This design comes from an exercise in tuning for small area, a short achievable clock period and few clock cycles on the open sky130 flow, not from production work.
In this exercise RTL edits were held to simulation tests only and were not proved equivalent to the original.

--- design/flow/design.v ---
module q9_quant (
    input  wire         clk,
    input  wire         rst,
    input  wire         in_valid,
    output wire         in_ready,
    input  wire [511:0] in_x,
    output reg          out_valid,
    output reg  [7:0]   out_scale,
    output reg  [63:0]  out_codes,
    output reg          out_sat,
    output reg          out_qnf
);
    assign in_ready = 1'b1;
    integer i;
    reg [271:0] cx;
    always @(*) begin
        for (i = 0; i < 16; i = i + 1)
            cx[17*i +: 17] = {in_x[32*i+31 -: 16], in_x[32*i +: 16] == 16'd0};
    end
    reg          v1;
    reg  [271:0] r_x;
    reg          r_nf;
    always @(posedge clk) begin
        if (rst)
            v1 <= 1'b0;
        else
            v1 <= in_valid;
        r_x <= cx;
        r_nf <= 1'b0;
        for (i = 0; i < 16; i = i + 1)
            if (in_x[32*i+23 +: 8] == 8'hFF) r_nf <= 1'b1;
    end
    wire [7:0]  scale;
    wire [63:0] codes;
    wire        sat;
    q9_quant_block u_blk (
        .cx(r_x), .qnf(r_nf), .scale(scale), .codes(codes), .sat(sat)
    );
    always @(posedge clk) begin
        if (rst)
            out_valid <= 1'b0;
        else
            out_valid <= v1;
        out_scale <= scale;
        out_codes <= codes;
        out_sat   <= sat;
        out_qnf   <= r_nf;
    end
endmodule
module q9_quant_block (
    input  wire [271:0] cx,      
    input  wire         qnf,     
    output reg  [7:0]   scale,
    output reg  [63:0]  codes,
    output reg          sat
);
    integer i;
    function automatic gt12;
        input [11:0] a, b;
        integer n;
        reg g;
        begin
            g = 1'b0;
            for (n = 0; n < 12; n = n + 1)
                g = b[n] ? (a[n] & g) : (a[n] | g);
            gt12 = g;
        end
    endfunction
    function automatic [11:0] max12;
        input [11:0] a, b;
        max12 = gt12(b, a) ? b : a;
    endfunction
    wire [191:0] keys;
    wire [15:0]  big;
    genvar g;
    generate
        for (g = 0; g < 16; g = g + 1) begin : g_key
            q9_elem_key u_key (
                .cr(cx[17*g +: 16]), .key(keys[12*g +: 12]), .big(big[g])
            );
        end
    endgenerate
    reg [11:0] lv1 [0:7];
    reg [11:0] lv2 [0:3];
    reg [11:0] lv3 [0:1];
    reg [11:0] kmax;
    always @(*) begin
        for (i = 0; i < 8; i = i + 1)
            lv1[i] = max12(keys[24*i +: 12], keys[24*i+12 +: 12]);
        for (i = 0; i < 4; i = i + 1)
            lv2[i] = max12(lv1[2*i], lv1[2*i+1]);
        for (i = 0; i < 2; i = i + 1)
            lv3[i] = max12(lv2[2*i], lv2[2*i+1]);
        kmax = max12(lv3[0], lv3[1]);
    end
    wire [7:0] code;
    q9_scale_code u_code (.kmax(kmax), .code(code));
    wire [3:0] sn;
    wire [2:0] pl;
    wire [5:0] r0, r1;
    wire [7:0] t10, t12, t14;
    q9_scale_dec u_dec (
        .code(code), .qnf(qnf), .sn(sn), .pl(pl), .r0(r0), .r1(r1),
        .t10(t10), .t12(t12), .t14(t14)
    );
    wire [47:0] idx;
    generate
        for (g = 0; g < 16; g = g + 1) begin : g_el
            q9_elem_round u_rnd (
                .cr(cx[17*g +: 16]), .big(big[g] & ~qnf), .sn(sn), .pl(pl),
                .r0(r0), .r1(r1), .t10(t10), .t12(t12), .t14(t14),
                .idx(idx[3*g +: 3])
            );
        end
    endgenerate
    always @(*) begin
        sat = ~qnf & (|big);
        scale = qnf ? 8'hFF : code;
        for (i = 0; i < 16; i = i + 1)
            codes[4*i +: 4] = {cx[17*i+16] & ~qnf, idx[3*i +: 3]};
    end
endmodule
module q9_elem_key (
    input  wire [15:0] cr,       
    output wire [11:0] key,
    output wire        big
);
    wire [7:0] e = cr[15:8];
    wire [5:0] vs = {cr[7:3], cr[2] | cr[1] | ~cr[0]};    
    reg [3:0] cls;
    always @(*) begin
        if (e == 8'd0)          cls = {3'd0, vs != 6'd0};
        else if (vs > 6'd56)    cls = 4'd8;
        else if (vs > 6'd44)    cls = 4'd7;
        else if (vs > 6'd32)    cls = 4'd6;
        else if (vs > 6'd26)    cls = 4'd5;
        else if (vs > 6'd20)    cls = 4'd4;
        else if (vs > 6'd14)    cls = 4'd3;
        else if (vs > 6'd8)     cls = 4'd2;
        else if (vs > 6'd2)     cls = 4'd1;
        else                    cls = 4'd0;
    end
    assign key = {e, cls};
    assign big = (e[7] & (e[6:0] > 7'h12)) |
                 ((e == 8'h92) & cr[7] & (cr[6:3] != 4'd0));
endmodule
module q9_scale_code (
    input  wire [11:0] kmax,
    output reg  [7:0]  code
);
    wire [10:0] lin = {kmax[11:4], 3'd0} + {7'd0, kmax[3:0]};
    always @(*) begin
        if (lin == 11'd0)
            code = 8'h00;
        else if (lin <= 11'd925)
            code = 8'd1 + (lin > 11'd901) + (lin > 11'd909) + (lin > 11'd913)
                        + (lin > 11'd917) + (lin > 11'd919) + (lin > 11'd921)
                        + (lin > 11'd923);
        else if (lin >= 11'd1172)
            code = 8'hFE;
        else
            code = lin - 11'd917;
    end
endmodule
module q9_scale_dec (
    input  wire [7:0] code,
    input  wire       qnf,
    output reg  [3:0] sn,
    output wire [2:0] pl,
    output wire [5:0] r0,
    output wire [5:0] r1,
    output wire [7:0] t10,
    output wire [7:0] t12,
    output wire [7:0] t14
);
    reg [7:0] sb;
    always @(*) begin
        if (code[7:3] != 5'd0) begin
            sn = {1'b1, code[2:0]};
            sb = {3'd0, code[7:3]} + 8'd112;
        end else if (code[2]) begin
            sn = {code[2:0], 1'b0};
            sb = 8'd112;
        end else if (code[1]) begin
            sn = {code[1:0], 2'd0};
            sb = 8'd111;
        end else begin
            sn = 4'd8;
            sb = 8'd110;
        end
    end
    wire [7:0] p = ~(sb - 8'd2);
    assign pl = p[2:0];
    assign r0 = qnf ? 6'd32 : 6'd32 - {1'b0, p[7:3]};
    assign r1 = qnf ? 6'd32 : 6'd31 - {1'b0, p[7:3]};
    assign t10 = {sn, 3'd0} + {sn, 1'b0};
    assign t12 = {sn, 3'd0} + {sn, 2'd0};
    assign t14 = {sn, 4'd0} - {sn, 1'b0};
endmodule
module q9_elem_round (
    input  wire [15:0] cr,       
    input  wire        big,
    input  wire [3:0]  sn,
    input  wire [2:0]  pl,
    input  wire [5:0]  r0,
    input  wire [5:0]  r1,
    input  wire [7:0]  t10,
    input  wire [7:0]  t12,
    input  wire [7:0]  t14,
    output reg  [2:0]  idx
);
    function automatic cmp9;
        input [8:0] a, b;
        input       ge_in;
        integer n;
        reg g;
        begin
            g = ge_in;
            for (n = 0; n < 9; n = n + 1)
                g = b[n] ? (a[n] & g) : (a[n] | g);
            cmp9 = g;
        end
    endfunction
    wire [7:0]  e = cr[15:8];
    wire [6:0]  f = cr[7:1];     
    wire        z = cr[0];       
    wire ge  = cmp9({6'd0, f[6:4]}, {6'd0, sn[2:0]}, 1'b1);
    wire eq1 = (f[6:4] == sn[2:0]) && (f[3:0] == 4'd0) && z;
    wire [7:0] zi = ge ? {2'b01, f[6:1]} : {1'b1, f[6:0]};
    wire       zs = ~z | (ge & f[0]);
    wire gt125 = cmp9({zi, zs}, {t10, 1'b0}, 1'b0);
    wire ge15  = cmp9({1'b0, zi}, {1'b0, t12}, 1'b1);
    wire ge175 = cmp9({1'b0, zi}, {1'b0, t14}, 1'b1);
    wire [3:0] wl = {1'b0, e[2:0]} + {1'b0, pl} + {3'd0, ge};
    wire       win = wl[3] ? ({1'b0, e[7:3]} == r1) : ({1'b0, e[7:3]} == r0);
    always @(*) begin
        if (big)
            idx = 3'd7;
        else if (!win)
            idx = 3'd0;
        else if (wl[2])
            idx = {2'b11, gt125};          
        else
            case (wl[1:0])
                2'd0:    idx = {2'b00, ~eq1};
                2'd1:    idx = 3'd1 + ge15;
                2'd2:    idx = 3'd2 + gt125 + ge175;
                default: idx = 3'd4 + gt125 + ge175;
            endcase
    end
endmodule
--- design/flow/constraint.sdc ---
create_clock -name core_clock -period 80.0 [get_ports {clk}]
set_input_delay 16.0000 -clock core_clock [delete_from_list [all_inputs] [get_ports {clk}]]
set_output_delay 16.0000 -clock core_clock [all_outputs]
set_load 0.01 [all_outputs]
--- design/flow/config.mk ---
export PLATFORM = sky130hd
export DESIGN_NAME = q9_quant
export DESIGN_NICKNAME = q9_quant
export VERILOG_FILES = /design/flow/design.v
export SDC_FILE = /design/flow/constraint.sdc
export NUM_CORES = 4
export LEC_CHECK = 0
export ABC_AREA = 1
export CAP_MARGIN = 20
export CORE_MARGIN = 2
export CORE_UTILIZATION = 60
export SLEW_MARGIN = 20
--- design/flow/run.sh ---
#!/bin/bash
# synth_recipe.tcl (not shown) runs the flow's synth.tcl, then flattens the netlist and writes it again
# the make line also repeats each setting of config.mk as NAME=value (left out here)
make -C /OpenROAD-flow-scripts/flow DESIGN_CONFIG=/design/flow/config.mk WORK_HOME=/design/flow/orfs CLKGATE_MAP_FILE= SYNTH_SCRIPT=/design/flow/synth_recipe.tcl finish
==> results.sh, run 1 <==
export IMPL_outcome="finished clean"
export IMPL_dr_total_vias=40100
export IMPL_drive_gt1_frac=0.0656
export IMPL_grt_ovfl_total=0
export IMPL_rows=84
export IMPL_synth_top_area_frac=0.220
export IMPL_dieWidth_um=235
export IMPL_cp_max_fo=41
export IMPL_antenna_found_initial=4
export IMPL_tns_ns=0
export IMPL_grt_first_pass_wirelength_um=202000
export IMPL_fillers=4233
export IMPL_antenna_left=0
export IMPL_synthFlopType="dfxtp_1"
export IMPL_h_tree_depth=2
export IMPL_multiInputGateArea_mm2=0.0207
export IMPL_grt_use_total=0.479
export IMPL_cp_top_family="simple AND/OR/NAND/NOR gates"
export IMPL_crit_path_start_kind="flip-flop"
export IMPL_finalCritPeriodShare=0.224
export IMPL_post_route_drc_count=0
export IMPL_fin_util=0.752
export IMPL_crit_slowest_cell="clkinv_1"
export IMPL_synth_area_leaders="nand2_1 (22%), dfxtp_1 (22%), inv_1 (8.8%)"
export IMPL_io_pins=591
export IMPL_dp_hpwl_um=103000
export IMPL_grt_pass1_vias=37300
export IMPL_io_buffers=589
export IMPL_rsz0062_at_grt="no"
export IMPL_root_buffer="clkbuf_16"
export IMPL_clkSlewWorstSetupHoldPaths_ns=0.07
export IMPL_clock_sinks=349
export IMPL_cts_buffer_depth=3
export IMPL_cts_hold_buf=0
export IMPL_critical_path_arrival_ns=18.42
export IMPL_worst_slew_pin_slew_ns=1.13
export IMPL_setup_violations_final=0
export IMPL_mappedNetlistArea_mm2=0.0319
export IMPL_core_area_mm2=0.0526
export IMPL_finClkSkew_ns=0.0434
export IMPL_critPathMaxStageDelay_ns=1.06
export IMPL_drt_iter0_drc=5076
export IMPL_synthTopCellsByCount="nand2_1 (1874), inv_1 (745), nor2_1 (372), dfxtp_1 (349), nand3_1 (334)"
export IMPL_crit_buf_inv=14
export IMPL_avgSynthCellArea_um2=5.82
export IMPL_critical_path_most_common_cell="nand2_1"
export IMPL_yosysUniqueCellTypes=67
export IMPL_yosysTopAreaCell="nand2_1"
export IMPL_viasPerCell=5.96
export IMPL_hold_class="reg2reg"
export IMPL_synthToLayoutAreaGrowth_pct=23.9
export IMPL_cts_setup_buffers=0
export IMPL_report_final_slew_viol_count=0
export IMPL_regArea_mm2=0.00699
export IMPL_synthCells=5484
export IMPL_synth_net_count=6138
export IMPL_ys_ff_latch=349
export IMPL_ys_warn_count=9
export IMPL_synth_edf_count=0
export IMPL_die_area_mm2=0.0550
export IMPL_cts_repair_resize_count=0
export IMPL_gp_congestion=1.10
export IMPL_ys_seq_area_frac=0.219
export IMPL_clock_fmax_mhz=55.9
export IMPL_first_pass_iters=7
export IMPL_cts_made_buffers=38
export IMPL_required_ns=80.52
export IMPL_die_y_um=235
export IMPL_grt_max_degree=55
export IMPL_finalHoldViolCount=0
export IMPL_end_kind="flip-flop"
export IMPL_routedWlPerCell_um=20.3
export IMPL_wl_um=137000
export IMPL_cap_violations=0
export IMPL_cts_tree="done"
export IMPL_async_flop_share=0
export IMPL_fin_nets=6663
export IMPL_yosysMostFrequentCell="nand2_1"
export IMPL_initial_core_util=0.607
export IMPL_clkLatencyLatePin_ns=0.62
export IMPL_timing_worst_setup_path_type="reg2reg"
export IMPL_layout_min_cycle_time_ns=17.90
export IMPL_slew_headroom=0.241
cell families (layout without fill, tap and decap cells):
kind of cell / Yosys count / in the layout / share of synthesized area
AOI/OAI and AO/OA: 961 / 961 / 0.178
DFF: 349 / 349 / 0.219
other: 1 / 2 / 0.000118
adders and majority gates: 139 / 139 / 0.0630
buffers and inverters: 1044 / 1598 / 0.132
xor gates and xnor gates: 70 / 70 / 0.0202
and+or+nand+nor: 2920 / 2920 / 0.388
state kept, by name, indices dropped and copies added, names as in the netlist:
signal,flops
out_codes,64
out_qnf,1
out_sat,1
out_scale,8
out_valid,1
r_nf,1
r_x,272
v1,1
path summary, 6_finish.rpt:
check	slack (ns)	from	end	cells after the start
max reg2reg	62.10	r_x[249]	out_codes[60]	112
min reg2reg	0.40	r_x[16]	out_codes[3]	2
max	62.10	r_x[249]	out_codes[60]	112
min	0.40	r_x[16]	out_codes[3]	2
through the flow:
stage / setup WS, ns / instance area [um2] / hold slack (ns) / instances
2_1_floorplan: 63.20 / 31900 / 0.388 / 5484
3_3_place_gp: 62.17 / 38100 / 0.389 / 6656
3_5_place_dp: 62.07 / 38100 / 0.395 / 6656
4_1_cts: 62.42 / 39500 / 0.402 / 6725
5_1_grt: 61.10 / 39500 / 0.422 / 6726
6_report: 62.10 / 39500 / 0.397 / 6727
worst min-delay path, cell delays in order (launching register included):
cell and delay (ns):
dfxtp_1 0.30, inv_1 0.04, nor2_1 0.03
area by class of cell:
type,count,share of cell area
clock inverters,26,0.00975
flip-flops and latches,349,0.177
repair buffers,618,0.155
multi-input cells,4091,0.525
inverters,911,0.0867
well taps,688,0.0218
diodes,1,0.0000633
clock buffers,43,0.0253
metal layers:
| metal | GRT usage | vias up | routed length (um) |
|---|---|---|---|
| met3 | 0.124 | 839 | 17400 |
| met4 | 0.407 | 4 | 14000 |
| met1 | 0.534 | 17600 | 46600 |
| li1 | - | 18800 | - |
| met5 | 0 | - | 19 |
| met2 | 0.763 | 2878 | 58800 |
layout by cell type, fill, tap and decap left out, types with 16 or more instances in the layout:
| cell type | Yosys | final |
|---|---|---|
| nand2_2 | 54 | 54 |
| a22oi_1 | 33 | 33 |
| o211ai_1 | 19 | 19 |
| nand2_1 | 1874 | 1874 |
| nor4_1 | 89 | 87 |
| xor2_1 | 50 | 50 |
| nand4_1 | 71 | 71 |
| nor2_1 | 372 | 372 |
| clkdlybuf4s50_1 | 0 | 589 |
| inv_2 | 142 | 142 |
| nor3_1 | 29 | 29 |
| o21ai_0 | 195 | 194 |
| nand3b_1 | 16 | 16 |
| a31oi_1 | 53 | 53 |
| nand3_1 | 334 | 334 |
| ha_1 | 103 | 103 |
| o21ai_2 | 37 | 37 |
| clkinv_1 | 21 | 21 |
| buf_4 | 14 | 28 |
| o21ai_1 | 189 | 190 |
| inv_1 | 745 | 745 |
| fa_1 | 36 | 36 |
| nor2_2 | 18 | 17 |
| dfxtp_1 | 349 | 349 |
| a21oi_1 | 154 | 153 |
| xnor2_1 | 16 | 16 |
| clkbuf_16 | 0 | 38 |
| o22ai_1 | 184 | 184 |
Testbench counts, summed over its fixed seeds: cycles 16,016.
==> inputs of run 2 (changes only) <==
--- a/design/flow/design.v
+++ b/design/flow/design.v
@@ -21,3 +21,2 @@
     reg  [271:0] r_x;
-    reg          r_nf;
     always @(posedge clk) begin
@@ -28,5 +27,8 @@
         r_x <= cx;
-        r_nf <= 1'b0;
+    end
+    reg qnf;
+    always @(*) begin
+        qnf = 1'b0;
         for (i = 0; i < 16; i = i + 1)
-            if (in_x[32*i+23 +: 8] == 8'hFF) r_nf <= 1'b1;
+            if (r_x[17*i+8 +: 8] == 8'hFF) qnf = 1'b1;
     end
@@ -36,3 +38,3 @@
     q9_quant_block u_blk (
-        .cx(r_x), .qnf(r_nf), .scale(scale), .codes(codes), .sat(sat)
+        .cx(r_x), .qnf(qnf), .scale(scale), .codes(codes), .sat(sat)
     );
@@ -46,3 +48,3 @@
         out_sat   <= sat;
-        out_qnf   <= r_nf;
+        out_qnf   <= qnf;
     end
@@ -59,9 +61,15 @@
         input [11:0] a, b;
-        integer n;
-        reg g;
+        integer n, w;
+        reg [11:0] g, q;
         begin
-            g = 1'b0;
-            for (n = 0; n < 12; n = n + 1)
-                g = b[n] ? (a[n] & g) : (a[n] | g);
-            gt12 = g;
+            for (n = 0; n < 12; n = n + 1) begin
+                g[n] = a[n] & ~b[n];
+                q[n] = a[n] | ~b[n];
+            end
+            for (w = 1; w < 12; w = w * 2)
+                for (n = 0; n + w < 12; n = n + 2 * w) begin
+                    g[n] = g[n + w] | (q[n + w] & g[n]);
+                    q[n] = g[n + w] | (q[n + w] & q[n]);
+                end
+            gt12 = g[0];
         end
==> design/flow/flow/run.sh (new file) <==
#!/bin/bash
# Layout flow: the standard synthesis, then its combinational logic re-mapped
# by ABC with a stronger script (registers untouched), then the
# standard ORFS steps from the synthesis database on, with the port buffers
# made of buf_1 cells.
set -euo pipefail
R=orfs/results/$FLOW_PLATFORM/q9_quant/base
bash standard.sh synth > synth_std.log 2>&1
cp $R/1_2_yosys.v $R/1_2_yosys_std.v
bash flow/resynth.sh $R/1_2_yosys_std.v $R/1_2_yosys.v flow/resynth.abc > resynth.log 2>&1
rm -f $R/1_synth.odb $R/1_synth.sdc
export BUFFER_PORTS_ARGS="-buffer_cell sky130_fd_sc_hd__buf_1"
bash standard.sh > layout.log 2>&1
==> design/flow/flow/resynth.abc (new file) <==
strash
&get -n
&fraig -x
&put
scorr
dc2
balance; rewrite; refactor; balance; rewrite; rewrite -z; balance; refactor -z; rewrite -z; balance
dch -f
dc2
strash
&get -n
&dch -f
strash
dch -f
map -D 10000
topo
buffer -p
upsize -D 10000
dnsize -D 10000
==> design/flow/flow/resynth.sh (new file) <==
#!/bin/bash
# Re-maps the combinational logic of the standard synthesis netlist with a
# stronger ABC script. Registers keep their instances, names and cell types.
# usage: resynth.sh in.v out.v abc_script
set -euo pipefail
IN=$1; OUT=$2; SCRIPT=$3
LIB=$FLOW_HOME/platforms/sky130hd/lib/sky130_fd_sc_hd__tt_025C_1v80.lib
DU=""
for c in probe_p_8 probec_p_8 lpflow_bleeder_1 lpflow_clkbufkapwr_1 lpflow_clkbufkapwr_16 \
         lpflow_clkbufkapwr_2 lpflow_clkbufkapwr_4 lpflow_clkbufkapwr_8 lpflow_clkinvkapwr_1 \
         lpflow_clkinvkapwr_16 lpflow_clkinvkapwr_2 lpflow_clkinvkapwr_4 lpflow_clkinvkapwr_8 \
         lpflow_decapkapwr_12 lpflow_decapkapwr_3 lpflow_decapkapwr_4 lpflow_decapkapwr_6 \
         lpflow_decapkapwr_8 lpflow_inputiso0n_1 lpflow_inputiso0p_1 lpflow_inputiso1n_1 \
         lpflow_inputiso1p_1 lpflow_inputisolatch_1 lpflow_isobufsrc_1 lpflow_isobufsrc_16 \
         lpflow_isobufsrc_2 lpflow_isobufsrc_4 lpflow_isobufsrc_8 lpflow_isobufsrckapwr_16 \
         lpflow_lsbuf_lh_hl_isowell_tap_1 lpflow_lsbuf_lh_hl_isowell_tap_2 \
         lpflow_lsbuf_lh_hl_isowell_tap_4 lpflow_lsbuf_lh_isowell_4 \
         lpflow_lsbuf_lh_isowell_tap_1 lpflow_lsbuf_lh_isowell_tap_2 lpflow_lsbuf_lh_isowell_tap_4; do
    DU="$DU -dont_use sky130_fd_sc_hd__$c"
done
TOP=$FLOW_TOP
yosys -p "
read_liberty -ignore_miss_func $LIB
read_verilog $IN
hierarchy -top $TOP
setattr -mod -set keep_hierarchy 1 sky130_fd_sc_hd__df* sky130_fd_sc_hd__edf* sky130_fd_sc_hd__sdf* sky130_fd_sc_hd__conb*
flatten
opt -purge
abc -liberty $LIB $DU -script $SCRIPT
opt_clean -purge
hilomap -singleton -hicell sky130_fd_sc_hd__conb_1 HI -locell sky130_fd_sc_hd__conb_1 LO
insbuf -buf sky130_fd_sc_hd__buf_4 A X
splitnets
opt_clean -purge
tee -o $OUT.stat stat -liberty $LIB
select -module $TOP
write_verilog -noattr -noexpr -nohex -nodec -selected $OUT
"
==> design/flow/standard.sh (new file) <==
#!/bin/bash
# synth_recipe.tcl (not shown) runs the flow's synth.tcl, then flattens the netlist and writes it again
# the make line also repeats each setting of config.mk as NAME=value (left out here)
make -C /OpenROAD-flow-scripts/flow DESIGN_CONFIG=/design/flow/config.mk WORK_HOME=/design/flow/orfs CLKGATE_MAP_FILE= SYNTH_SCRIPT=/design/flow/synth_recipe.tcl "${@:-finish}"
--- a/design/flow/config.mk
+++ b/design/flow/config.mk
@@ -10,3 +10,3 @@
 export CORE_MARGIN = 2
-export CORE_UTILIZATION = 60
+export CORE_UTILIZATION = 40
 export SLEW_MARGIN = 20
removed: design/flow/run.sh
==> run 2 against run 1 <==
  * Die area up 22%
  * Utilization fell by 28 points
  * First-iteration DRC count fell by 36%
  * Global-route usage is 15 points lower
  * Clock-buffer cell count rose by 11
  * Wire length shrank 15%
  * Cell count fell by 15%
  * Critical path type is now reg2out
==> results.sh, run 2 <==
export IMPL_post_route_drc_count=0
export IMPL_io_buffers=589
export IMPL_viasPerCell=5.71
export IMPL_layout_min_cycle_time_ns=17.13
export IMPL_routedWlPerCell_um=20.4
export IMPL_grt_use_total=0.330
export IMPL_crit_buf_inv=1
export IMPL_clkSlewWorstSetupHoldPaths_ns=0.07
export IMPL_critical_path_arrival_ns=1.13
export IMPL_cp_startpoint="out_codes[22]"
export IMPL_synthCells=4240
export IMPL_grt_first_pass_wirelength_um=170000
export IMPL_cts_tree="done"
export IMPL_synthToLayoutAreaGrowth_pct=16.8
export IMPL_antenna_left=0
export IMPL_critPathMaxStageDelay_ns=0.37
export IMPL_required_ns=64.00
export IMPL_outcome="finished clean"
export IMPL_cts_made_buffers=39
export IMPL_dp_hpwl_um=90800
export IMPL_die_area_mm2=0.0669
export IMPL_dr_total_vias=32400
export IMPL_wl_um=116000
export IMPL_first_pass_iters=9
export IMPL_final_cell_mix="nand2_1 (678), nor2_1 (650), inv_1 (630)"
export IMPL_timing_worst_setup_path_type="reg2out"
export IMPL_root_buffer="clkbuf_16"
export IMPL_worst_slew_pin_slew_ns=1.13
export IMPL_cts_repair_resize_count=0
export IMPL_clock_fmax_mhz=58.4
export IMPL_cts_hold_buf=0
export IMPL_tns_ns=0
export IMPL_hold_start="v1"
export IMPL_mappedNetlistArea_mm2=0.0259
export IMPL_whs_ns=0.402
export IMPL_grt_ovfl_total=0
export IMPL_gp_congestion=1.01
export IMPL_crit_chain="buf_1"
export IMPL_report_final_slew_viol_count=0
export IMPL_cts_buffer_depth=3
export IMPL_finalHoldViolCount=0
export IMPL_finClkSkew_ns=0.0408
export IMPL_crit_slowest_cell="dfxtp_1"
export IMPL_rsz0062_at_grt="no"
export IMPL_die_y_um=259
export IMPL_slew_headroom=0.242
export IMPL_worst_slack_ns=62.87
export IMPL_cap_violations=0
export IMPL_grt_pass1_vias=29500
export IMPL_pre_cts_slack_ns=62.83
export IMPL_grt_max_degree=46
export IMPL_core_area_mm2=0.0643
export IMPL_clock_sinks=348
export IMPL_final_common_cell="nand2_1"
export IMPL_cp_max_fo=1
export IMPL_r2r_start="r_x[248]"
export IMPL_end_kind="output pin"
export IMPL_clkLatencyLatePin_ns=0.60
export IMPL_crit_path_start_kind="flip-flop"
export IMPL_fillers=7009
export IMPL_h_tree_depth=2
export IMPL_avgSynthCellArea_um2=6.12
export IMPL_finalCritPeriodShare=0.214
export IMPL_ys_warn_count=9
export IMPL_dieWidth_um=259
export IMPL_largest_register="r_x"
export IMPL_initial_core_util=0.403
export IMPL_hold_class="reg2reg"
export IMPL_stdcell_count=5686
export IMPL_cp_top_family="flip-flops"
export IMPL_diodes=0
export IMPL_antenna_found_initial=2
export IMPL_dp_cells=5616
export IMPL_fin_nets=5317
export IMPL_rows=93
export IMPL_setup_violations_final=0
export IMPL_largestRegisters="r_x x272, out_codes x64, out_scale x8"
export IMPL_io_pins=591
export IMPL_largest_reg_flops=272
export IMPL_drt_iter0_drc=3266
export IMPL_synth_net_count=4755
export IMPL_cts_setup_buffers=0
export IMPL_drive_gt1_frac=0.0406
[run 2: path summary, 6_finish.rpt]
path                                 endpoint  slack, ns  cells past startpoint
worst max-delay path            out_codes[22]      62.87                      1
worst min-delay path                out_valid       0.40                      2
worst max register to register  out_codes[45]      63.00                     87
worst min register to register      out_valid       0.40                      2
[run 2: cell type report]
type,count,area (um2),share of cell area
clock buffer,54,1100,0.0364
clock inverter,16,121,0.00400
inverter,667,2500,0.0826
multi-input combinational,3120,16100,0.530
sequential,348,6970,0.230
tap,855,1070,0.0353
timing repair buffer,626,2490,0.0821
[run 2: routing by layer]
layer / vias up / wire length [um] / GRT usage
li1: 15700 / - / -
met1: 14600 / 44200 / 0.395
met2: 1839 / 52600 / 0.552
met3: 355 / 11400 / 0.0559
met4: 2 / 7790 / 0.201
met5: - / 13 / 0
[run 2: metrics by stage]
stage          utilization  cell area (um2)
4_1_cts              0.471            30300
2_1_floorplan            -            25900
6_report             0.471            30300
3_3_place_gp         0.452            29100
3_5_place_dp         0.452            29100
5_1_grt              0.471            30300
Testbench counts of run 2, summed over its fixed seeds: cycles 16,016.
==> inputs of run 3 (changes only) <==
==> design/flow/flow/resynth.abc (replaced) <==
strash
&get -n
&fraig -x
&put
scorr
dc2
balance; rewrite; refactor; balance; rewrite; rewrite -z; balance; refactor -z; rewrite -z; balance
&get -n
&deepsyn -T 60
&put
dch -f
strash
dch -f
map -D 10000
topo
buffer -p
upsize -D 10000
dnsize -D 10000
==> run 3 against run 2 <==
  * Still clean
  * Clock skew fell by 0.0023 ns
  * Setup slack lost 0.068 ns
  * Design area fell by 2.4%
  * Wire length decreased by 2.6%
  * Register-to-register slack improved by 0.18 ns
==> results.sh, run 3 <==
export IMPL_finalHoldViolCount=0
export IMPL_grt_pass1_vias=28100
export IMPL_worst_slew_pin_slew_ns=1.13
export IMPL_required_ns=64.00
export IMPL_synthToLayoutAreaGrowth_pct=17.8
export IMPL_first_pass_iters=8
export IMPL_initial_core_util=0.406
export IMPL_clkLatencyLatePin_ns=0.60
export IMPL_mappedNetlistArea_mm2=0.0251
export IMPL_viasPerCell=5.65
export IMPL_timing_worst_setup_path_type="reg2out"
export IMPL_slew_headroom=0.237
export IMPL_critical_path_arrival_ns=1.20
export IMPL_gp_congestion=1.05
export IMPL_cts_made_buffers=39
export IMPL_crit_path_start_kind="flip-flop"
export IMPL_dp_cells=5420
export IMPL_largestRegisters="r_x x272, out_codes x64, out_scale x8"
export IMPL_root_buffer="clkbuf_16"
export IMPL_synthCells=4057
export IMPL_grt_ovfl_total=0
export IMPL_crit_buf_inv=1
export IMPL_io_pins=591
export IMPL_cts_hold_buf=0
export IMPL_dr_total_vias=31000
export IMPL_wl_um=113000
export IMPL_cap_violations=0
export IMPL_final_common_cell="nand2_1"
export IMPL_die_area_mm2=0.0648
export IMPL_die_y_um=255
export IMPL_rsz0062_at_grt="no"
export IMPL_whs_ns=0.400
export IMPL_cts_repair_resize_count=0
export IMPL_tns_ns=0
export IMPL_finalCritPeriodShare=0.215
export IMPL_final_cell_mix="nand2_1 (690), inv_1 (597), buf_1 (589)"
export IMPL_fin_nets=5139
export IMPL_worst_slack_ns=62.80
export IMPL_largest_reg_flops=272
export IMPL_largest_register="r_x"
export IMPL_outcome="finished clean"
export IMPL_clock_sinks=348
export IMPL_clkSlewWorstSetupHoldPaths_ns=0.06
export IMPL_layout_min_cycle_time_ns=17.20
export IMPL_post_route_drc_count=0
export IMPL_dp_hpwl_um=88800
export IMPL_core_area_mm2=0.0619
export IMPL_avgSynthCellArea_um2=6.19
export IMPL_h_tree_depth=2
export IMPL_routedWlPerCell_um=20.6
export IMPL_finClkSkew_ns=0.0385
export IMPL_dieWidth_um=255
export IMPL_drive_gt1_frac=0.0428
export IMPL_io_buffers=589
export IMPL_grt_first_pass_wirelength_um=164000
export IMPL_stdcell_count=5492
export IMPL_pre_cts_slack_ns=63.12
export IMPL_cts_tree="done"
export IMPL_antenna_left=0
export IMPL_cts_setup_buffers=0
export IMPL_cp_max_fo=1
export IMPL_crit_slowest_cell="dfxtp_1"
export IMPL_synth_net_count=4572
export IMPL_drt_iter0_drc=3005
export IMPL_antenna_found_initial=5
export IMPL_report_final_slew_viol_count=0
export IMPL_regArea_mm2=0.00697
export IMPL_fillers=6756
export IMPL_hold_class="reg2reg"
export IMPL_grt_max_degree=48
export IMPL_grt_use_total=0.334
export IMPL_clock_fmax_mhz=58.1
export IMPL_end_kind="output pin"
export IMPL_cp_top_family="flip-flops"
export IMPL_setup_violations_final=0
export IMPL_ys_warn_count=9
export IMPL_critPathMaxStageDelay_ns=0.43
export IMPL_cts_buffer_depth=3
export IMPL_rows=91
export IMPL_crit_chain="buf_1"
export IMPL_multiInputGateArea_mm2=0.0154
-- run 3: stage by stage --
step,util,area [um2]
2_1_floorplan,-,25100
3_3_place_gp,0.456,28200
3_5_place_dp,0.456,28300
4_1_cts,0.478,29600
5_1_grt,0.478,29600
6_report,0.478,29600
-- run 3: worst paths after layout --
kind | from | to | slack (ns) | depth (start not counted)
worst max-delay path | out_codes[1] | out_codes[1] | 62.80 | 1
worst min-delay path | v1 | out_valid | 0.40 | 2
worst max register to register | r_x[76] | out_codes[32] | 63.18 | 74
worst min register to register | v1 | out_valid | 0.40 | 2
-- run 3: routing by layer --
| layer | routed length, um | vias to the layer above | track usage |
|---|---|---|---|
| met3 | 9920 | 323 | 0.0416 |
| met1 | 45900 | 14000 | 0.429 |
| met4 | 7620 | 2 | 0.205 |
| met2 | 49500 | 1636 | 0.532 |
| li1 | - | 15100 | - |
| met5 | 12 | - | 0 |
-- run 3: cell type report --
| class | count | area share |
|---|---|---|
| Tap cell | 837 | 0.0354 |
| Multi-Input combinational cell | 2977 | 0.520 |
| Clock inverter | 16 | 0.00660 |
| Timing Repair Buffer | 625 | 0.0839 |
| Clock buffer | 55 | 0.0384 |
| Sequential cell | 348 | 0.235 |
| Inverter | 633 | 0.0803 |
| Antenna cell | 1 | 0.0000846 |
==> inputs of run 4 (changes only) <==
--- a/design/flow/design.v
+++ b/design/flow/design.v
@@ -222,9 +222,17 @@
         input       ge_in;
-        integer n;
-        reg g;
+        integer n, w;
+        reg [9:0] g, q;
         begin
-            g = ge_in;
-            for (n = 0; n < 9; n = n + 1)
-                g = b[n] ? (a[n] & g) : (a[n] | g);
-            cmp9 = g;
+            g[0] = ge_in;
+            q[0] = ge_in;
+            for (n = 0; n < 9; n = n + 1) begin
+                g[n+1] = a[n] & ~b[n];
+                q[n+1] = a[n] | ~b[n];
+            end
+            for (w = 1; w < 10; w = w * 2)
+                for (n = 0; n + w < 10; n = n + 2 * w) begin
+                    g[n] = g[n + w] | (q[n + w] & g[n]);
+                    q[n] = g[n + w] | (q[n + w] & q[n]);
+                end
+            cmp9 = g[0];
         end
==> run 4 against run 3 <==
  * Sequential cell count is the same
  * Setup slack gained 0.14 ns
  * Critical path type unchanged
  * Fmax rose by 0.82%
==> results.sh, run 4 <==
export IMPL_outcome="finished clean"
export IMPL_fillers=6660
export IMPL_cp_top_family="flip-flops"
export IMPL_cts_hold_buf=0
export IMPL_worst_slew_pin_slew_ns=1.12
export IMPL_rows=91
export IMPL_worst_slack_ns=62.94
export IMPL_final_common_cell="nand2_1"
export IMPL_post_route_drc_count=0
export IMPL_antenna_left=0
export IMPL_regArea_mm2=0.00697
export IMPL_fin_nets=5130
export IMPL_required_ns=64.00
export IMPL_viasPerCell=5.70
export IMPL_final_cell_mix="nand2_1 (672), inv_1 (620), buf_1 (589)"
export IMPL_cts_repair_resize_count=0
export IMPL_slew_headroom=0.248
export IMPL_crit_buf_inv=1
export IMPL_r2r_end="out_codes[34]"
export IMPL_gp_congestion=1.01
export IMPL_h_tree_depth=2
export IMPL_tns_ns=0
export IMPL_cts_made_buffers=37
export IMPL_finClkSkew_ns=0.0208
export IMPL_root_buffer="clkbuf_16"
export IMPL_core_area_mm2=0.0616
export IMPL_r2r_start="r_x[204]"
export IMPL_dieWidth_um=253
export IMPL_crit_chain="buf_1"
export IMPL_dr_total_vias=31200
export IMPL_first_pass_iters=6
export IMPL_fin_area_mm2=0.0293
export IMPL_end_kind="output pin"
export IMPL_die_area_mm2=0.0642
export IMPL_clock_sinks=348
export IMPL_wl_um=110000
export IMPL_worstRegToRegCells=75
export IMPL_crit_slowest_cell="dfxtp_1"
export IMPL_cts_buffer_depth=3
export IMPL_hold_start="r_x[169]"
export IMPL_multiInputGateArea_mm2=0.0152
export IMPL_grt_use_total=0.331
export IMPL_io_buffers=589
export IMPL_initial_core_util=0.404
export IMPL_ff2ff_setup_slack_ns=63.82
export IMPL_grt_max_degree=47
export IMPL_cts_setup_buffers=0
export IMPL_stdcell_count=5477
export IMPL_avgSynthCellArea_um2=6.14
export IMPL_io_pins=591
export IMPL_largestRegisters="r_x x272, out_codes x64, out_scale x8"
export IMPL_drt_iter0_drc=3508
export IMPL_grt_first_pass_wirelength_um=163000
export IMPL_whs_ns=0.404
export IMPL_clock_fmax_mhz=58.6
export IMPL_min_to="out_codes[39]"
export IMPL_pre_cts_slack_ns=63.13
export IMPL_routedWlPerCell_um=20.2
export IMPL_critPathMaxStageDelay_ns=0.32
export IMPL_dp_cells=5412
export IMPL_cap_violations=0
export IMPL_finalHoldViolCount=0
export IMPL_largest_reg_flops=272
export IMPL_cts_tree="done"
export IMPL_antenna_found_initial=9
export IMPL_crit_path_start_kind="flip-flop"
export IMPL_finalCritPeriodShare=0.213
export IMPL_grt_pass1_vias=27800
export IMPL_cp_startpoint="out_codes[12]"
export IMPL_cp_max_fo=1
export IMPL_synth_net_count=4568
export IMPL_critical_path_arrival_ns=1.06
export IMPL_rsz0062_at_grt="no"
export IMPL_setup_violations_final=0
export IMPL_hold_class="reg2reg"
export IMPL_clkLatencyLatePin_ns=0.57
export IMPL_layout_min_cycle_time_ns=17.06
export IMPL_synthCells=4053
export IMPL_die_y_um=253
export IMPL_drive_gt1_frac=0.0315
export IMPL_synthToLayoutAreaGrowth_pct=17.9
export IMPL_mappedNetlistArea_mm2=0.0249
export IMPL_dp_hpwl_um=83700
export IMPL_clkSlewWorstSetupHoldPaths_ns=0.06
export IMPL_ys_warn_count=9
export IMPL_grt_ovfl_total=0
export IMPL_timing_worst_setup_path_type="reg2out"
export IMPL_hold_depth=2
export IMPL_largest_register="r_x"
export IMPL_report_final_slew_viol_count=0
export IMPL_dpl_cell_area_mm2=0.0281
export IMPL_fin_util=0.476
==> run 4: cell type report <==
type	count	area share
clock inverter	15	0.00606
tap	837	0.0357
clock buffer	48	0.0361
antenna	1	0.0000853
timing repair buffer	633	0.0872
multi-input combinational	2967	0.517
sequential	348	0.237
inverter	628	0.0803
==> run 4: how the worst max path moves through the flow <==
stage | to | cells after the start
5_1_grt | out_codes[34] | 90
6_report | out_codes[12] | 1
3_3_place_gp | r_x[34] | 4
3_5_place_dp | r_x[34] | 4
2_1_floorplan | r_x[0] | 3
4_1_cts | out_codes[12] | 1
==> run 4: layer usage <==
layer  part of all wire  wire length (um)  vias to the layer above  GRT usage
li1                   -                 -                    15100          -
met1               0.43             47100                    14200      0.461
met2               0.42             46100                     1635      0.496
met3               0.11             12100                      273     0.0600
met4              0.046              5070                        8      0.146
met5            0.00047                52                        -          0
Testbench counts of run 4, summed over its fixed seeds: cycles 16,016.
==> inputs of run 5 (changes only) <==
--- a/design/flow/config.mk
+++ b/design/flow/config.mk
@@ -11,2 +11,3 @@
 export CORE_UTILIZATION = 40
+export CTS_CLUSTER_SIZE = 30
 export SLEW_MARGIN = 20
==> run 5 against run 4 <==
  * Still clean on timing, DRC and antenna
  * Worst hold slack is the same
  * Clock-buffer cell count is the same
  * Cell count is the same
  * Register-to-register slack is essentially flat
  * Global-route usage is the same
  * First-iteration DRC count is the same
  * Utilization is the same
  * Design area is the same
  * Setup slack is the same
  * Via count is the same
  * Sequential share of layout area is the same
  * Critical path type unchanged
  * Critical endpoint unchanged
  * Largest cell class unchanged
==> results.sh, run 5 <==
export IMPL_outcome="finished clean"
export IMPL_dr_total_vias=31200
export IMPL_min_to="out_codes[39]"
export IMPL_dp_hpwl_um=83700
export IMPL_antenna_found_initial=9
export IMPL_initial_core_util=0.404
export IMPL_gp_congestion=1.01
export IMPL_worst_slew_pin_slew_ns=1.12
export IMPL_synthCells=4053
export IMPL_cp_max_fo=1
export IMPL_clkSlewWorstSetupHoldPaths_ns=0.06
export IMPL_largest_reg_flops=272
export IMPL_first_pass_iters=6
export IMPL_fin_util=0.476
export IMPL_worstRegToRegCells=75
export IMPL_timing_worst_setup_path_type="reg2out"
export IMPL_crit_path_start_kind="flip-flop"
export IMPL_required_ns=64.00
export IMPL_routedWlPerCell_um=20.2
export IMPL_hold_start="r_x[169]"
export IMPL_hold_depth=2
export IMPL_io_pins=591
export IMPL_whs_ns=0.404
export IMPL_avgSynthCellArea_um2=6.14
export IMPL_clock_sinks=348
export IMPL_grt_max_degree=47
export IMPL_cap_violations=0
export IMPL_critical_path_arrival_ns=1.06
export IMPL_finalHoldViolCount=0
export IMPL_worst_slack_ns=62.94
export IMPL_tns_ns=0
export IMPL_antenna_left=0
export IMPL_crit_slowest_cell="dfxtp_1"
export IMPL_rows=91
export IMPL_die_area_mm2=0.0642
export IMPL_cts_buffer_depth=3
export IMPL_drt_iter0_drc=3508
export IMPL_finalCritPeriodShare=0.213
export IMPL_io_buffers=589
export IMPL_core_area_mm2=0.0616
export IMPL_ys_warn_count=9
export IMPL_rsz0062_at_grt="no"
export IMPL_final_common_cell="nand2_1"
export IMPL_report_final_slew_viol_count=0
export IMPL_cts_setup_buffers=0
export IMPL_dpl_cell_area_mm2=0.0281
export IMPL_grt_first_pass_wirelength_um=163000
export IMPL_r2r_end="out_codes[34]"
export IMPL_end_kind="output pin"
export IMPL_regArea_mm2=0.00697
export IMPL_drive_gt1_frac=0.0315
export IMPL_final_cell_mix="nand2_1 (672), inv_1 (620), buf_1 (589)"
export IMPL_layout_min_cycle_time_ns=17.06
export IMPL_crit_chain="buf_1"
export IMPL_synthToLayoutAreaGrowth_pct=17.9
export IMPL_synth_net_count=4568
export IMPL_viasPerCell=5.70
export IMPL_largestRegisters="r_x x272, out_codes x64, out_scale x8"
export IMPL_mappedNetlistArea_mm2=0.0249
export IMPL_cts_hold_buf=0
export IMPL_fillers=6660
export IMPL_multiInputGateArea_mm2=0.0152
export IMPL_dieWidth_um=253
export IMPL_finClkSkew_ns=0.0208
export IMPL_cts_made_buffers=37
export IMPL_cts_tree="done"
export IMPL_die_y_um=253
export IMPL_critPathMaxStageDelay_ns=0.32
export IMPL_wl_um=110000
export IMPL_clock_fmax_mhz=58.6
export IMPL_slew_headroom=0.248
export IMPL_h_tree_depth=2
export IMPL_post_route_drc_count=0
export IMPL_dp_cells=5412
export IMPL_grt_ovfl_total=0
export IMPL_root_buffer="clkbuf_16"
export IMPL_cp_top_family="flip-flops"
export IMPL_stdcell_count=5477
export IMPL_ff2ff_setup_slack_ns=63.82
export IMPL_cts_repair_resize_count=0
export IMPL_grt_pass1_vias=27800
export IMPL_clkLatencyLatePin_ns=0.57
export IMPL_setup_violations_final=0
export IMPL_crit_buf_inv=1
export IMPL_pre_cts_slack_ns=63.13
export IMPL_grt_use_total=0.331
export IMPL_r2r_start="r_x[204]"
export IMPL_fin_area_mm2=0.0293
export IMPL_hold_class="reg2reg"
export IMPL_largest_register="r_x"
export IMPL_fin_nets=5130
run 5: final cells by class:
class | instances | share of cell area
Antenna cell | 1 | 0.0000853
Clock buffer | 48 | 0.0361
Clock inverter | 15 | 0.00606
Inverter | 628 | 0.0803
Multi-Input combinational cell | 2967 | 0.517
Sequential cell | 348 | 0.237
Tap cell | 837 | 0.0357
Timing Repair Buffer | 633 | 0.0872
run 5: how the worst max path moves through the flow:
stage                    end          start  depth (start not counted)  slack [ns]
2_1_floorplan         r_x[0]       in_x[13]                          3       63.54
3_3_place_gp         r_x[34]       in_x[79]                          4       63.14
3_5_place_dp         r_x[34]       in_x[79]                          4       63.13
4_1_cts        out_codes[12]  out_codes[12]                          1       62.89
5_1_grt        out_codes[34]       r_x[119]                         90       62.31
6_report       out_codes[12]  out_codes[12]                          1       62.94
run 5: routing by layer:
layer	wire, um	track usage	part of all wire	vias to the layer above
met1	47100	0.461	0.43	14200
met5	52	0	0.00047	-
li1	-	-	-	15100
met4	5070	0.146	0.046	8
met3	12100	0.0600	0.11	273
met2	46100	0.496	0.42	1635
==> inputs of run 6 (changes only) <==
==> design/flow/flow/run.sh (replaced) <==
#!/bin/bash
# Layout flow: the standard synthesis, then its combinational logic re-mapped
# by ABC with a stronger script, twice (registers untouched), then the
# standard ORFS steps from the synthesis database on, with the port buffers
# made of buf_1 cells.
set -euo pipefail
R=orfs/results/$FLOW_PLATFORM/q9_quant/base
bash standard.sh synth > synth_std.log 2>&1
cp $R/1_2_yosys.v $R/1_2_yosys_std.v
bash flow/resynth.sh $R/1_2_yosys_std.v $R/1_2_yosys_rs1.v flow/resynth.abc > resynth.log 2>&1
bash flow/resynth.sh $R/1_2_yosys_rs1.v $R/1_2_yosys.v flow/resynth.abc > resynth2.log 2>&1
rm -f $R/1_synth.odb $R/1_synth.sdc
export BUFFER_PORTS_ARGS="-buffer_cell sky130_fd_sc_hd__buf_1"
bash standard.sh > layout.log 2>&1
--- a/design/flow/config.mk
+++ b/design/flow/config.mk
@@ -11,3 +11,2 @@
 export CORE_UTILIZATION = 40
-export CTS_CLUSTER_SIZE = 30
 export SLEW_MARGIN = 20
==> run 6 against run 5 <==
  * Still clean
  * Synthesized area decreased by 0.91%
  * First-iteration DRC count is 20% lower
  * Setup slack worse by 0.16 ns
  * Sequential cell count unchanged
  * Global-route usage is 0.62 points higher
  * Fmax shrank 0.94%
  * Clock-buffer cell count up 3
  * Design area down 0.64%
  * Cell count down 1.9%
==> results.sh, run 6 <==
export IMPL_clkLatencyLatePin_ns=0.61
export IMPL_crit_path_start_kind="flip-flop"
export IMPL_cp_max_fo=1
export IMPL_ys_warn_count=9
export IMPL_timing_worst_setup_path_type="reg2out"
export IMPL_report_final_slew_viol_count=0
export IMPL_grt_max_degree=48
export IMPL_fin_nets=5065
export IMPL_initial_core_util=0.402
export IMPL_hold_depth=2
export IMPL_core_area_mm2=0.0614
export IMPL_avgSynthCellArea_um2=6.21
export IMPL_cts_buffer_depth=3
export IMPL_critical_path_arrival_ns=1.22
export IMPL_largest_register="r_x"
export IMPL_cts_made_buffers=39
export IMPL_dp_hpwl_um=89300
export IMPL_die_y_um=252
export IMPL_crit_buf_inv=1
export IMPL_slew_headroom=0.204
export IMPL_synthCells=3972
export IMPL_clkSlewWorstSetupHoldPaths_ns=0.06
export IMPL_worst_slack_ns=62.78
export IMPL_synth_net_count=4487
export IMPL_critical_path_cell_count=1
export IMPL_fin_area_mm2=0.0292
export IMPL_worst_slew_pin_slew_ns=1.19
export IMPL_mappedNetlistArea_mm2=0.0247
export IMPL_pre_cts_slack_ns=62.90
export IMPL_finalCritPeriodShare=0.215
export IMPL_rsz0062_at_grt="no"
export IMPL_first_pass_iters=9
export IMPL_dpl_cell_area_mm2=0.0278
export IMPL_viasPerCell=5.77
export IMPL_final_common_cell="nand2_1"
export IMPL_layout_min_cycle_time_ns=17.22
export IMPL_hold_class="reg2reg"
export IMPL_cts_tree="done"
export IMPL_antenna_found_initial=2
export IMPL_crit_slowest_cell="dfxtp_1"
export IMPL_routedWlPerCell_um=21.0
export IMPL_setup_violations_final=0
export IMPL_regArea_mm2=0.00697
export IMPL_cts_repair_resize_count=0
export IMPL_die_area_mm2=0.0636
export IMPL_io_buffers=589
export IMPL_worstRegToRegCells=79
export IMPL_h_tree_depth=2
export IMPL_outcome="finished clean"
export IMPL_rows=91
export IMPL_cts_hold_buf=0
export IMPL_grt_pass1_vias=28800
export IMPL_end_kind="output pin"
export IMPL_fin_util=0.475
export IMPL_grt_first_pass_wirelength_um=164000
export IMPL_dieWidth_um=252
export IMPL_fillers=6642
export IMPL_tns_ns=0
export IMPL_cts_setup_buffers=0
export IMPL_wl_um=113000
export IMPL_grt_ovfl_total=0
export IMPL_cap_violations=0
export IMPL_required_ns=64.00
export IMPL_largestRegisters="r_x x272, out_codes x64, out_scale x8"
export IMPL_critPathMaxStageDelay_ns=0.45
export IMPL_largest_reg_flops=272
export IMPL_io_pins=591
export IMPL_clock_fmax_mhz=58.1
export IMPL_multiInputGateArea_mm2=0.0150
export IMPL_gp_congestion=1.07
export IMPL_drive_gt1_frac=0.0362
export IMPL_finalHoldViolCount=0
export IMPL_crit_chain="buf_1"
export IMPL_clock_sinks=348
export IMPL_dr_total_vias=31000
export IMPL_drt_iter0_drc=2823
export IMPL_cp_top_family="flip-flops"
export IMPL_synthToLayoutAreaGrowth_pct=18.2
export IMPL_root_buffer="clkbuf_16"
export IMPL_finClkSkew_ns=0.0396
export IMPL_post_route_drc_count=0
export IMPL_antenna_left=0
export IMPL_final_cell_mix="nand2_1 (627), inv_1 (593), buf_1 (589)"
export IMPL_grt_use_total=0.337
run 6: final timing paths:
path                       from            end  slack [ns]
setup / recovery  out_codes[24]  out_codes[24]       62.78
hold / removal         r_x[271]  out_codes[63]        0.40
setup reg to reg       r_x[124]  out_codes[16]       63.09
hold reg to reg        r_x[271]  out_codes[63]        0.40
run 6: per-stage QoR:
stage / instances / hold WS (ns)
floorplan: 3972 / 0.388
global placement: 5299 / 0.395
detailed placement: 5299 / 0.395
CTS: 5371 / 0.405
global route: 5371 / 0.423
finish: 5372 / 0.403
run 6: cell type report:
type | count | share of cell area
multi-input combinational | 2923 | 0.516
timing repair buffer | 629 | 0.0861
antenna | 1 | 0.0000858
inverter | 609 | 0.0784
clock inverter | 21 | 0.00850
sequential | 348 | 0.239
clock buffer | 51 | 0.0378
tap | 790 | 0.0339
run 6: routing by layer:
layer / track usage / up-vias / share of wire
li1: - / 14900 / -
met1: 0.402 / 14100 / 0.39
met2: 0.567 / 1634 / 0.46
met3: 0.0469 / 364 / 0.082
met4: 0.223 / 0 / 0.073
met5: 0 / - / 0

## separate check: timing with driven ports
The flow's constraints put no driver on any port. The routed layouts listed below were extracted and timed again, unchanged, in two steps.
Step 1 sets driving cells, clkbuf_16 on the clock port and buf_2 on the other inputs (assumed; they add their load-dependent delay and slew).
Step 2 also shifts input and output timing later by t, the mid clock arrival at the registers, as if the neighbouring blocks saw the same clock.
Slacks: ideal / step 1 / step 2; pairs: ideal / step 1.
run | t, ns | setup slack, ns | worst hold slack (ns) | worst slew at a driven data input, ns
run 1 | 0.660 | 62.104 / 62.104 / 61.981 | 0.397 / 0.397 / 0.397 | 0.09
run 2 | 0.643 | 62.871 / 62.804 / 62.839 | 0.402 / 0.402 / 0.402 | 0.08
run 3 | 0.645 | 62.803 / 62.736 / 63.087 | 0.400 / 0.400 / 0.400 | 0.09
run 4 | 0.623 | 62.942 / 62.874 / 63.044 | 0.404 / 0.404 / 0.404 | 0.06
run 5 | 0.623 | 62.942 / 62.874 / 63.044 | 0.404 / 0.404 / 0.404 | 0.06
run 6 | 0.652 | 62.780 / 62.715 / 62.765 | 0.403 / 0.403 / 0.403 | 0.06
After both steps setup and hold are still met in every run listed. The setup slack of run 1, which loses most, moves by 0.000 ns with the drivers and by -0.123 ns with both steps.
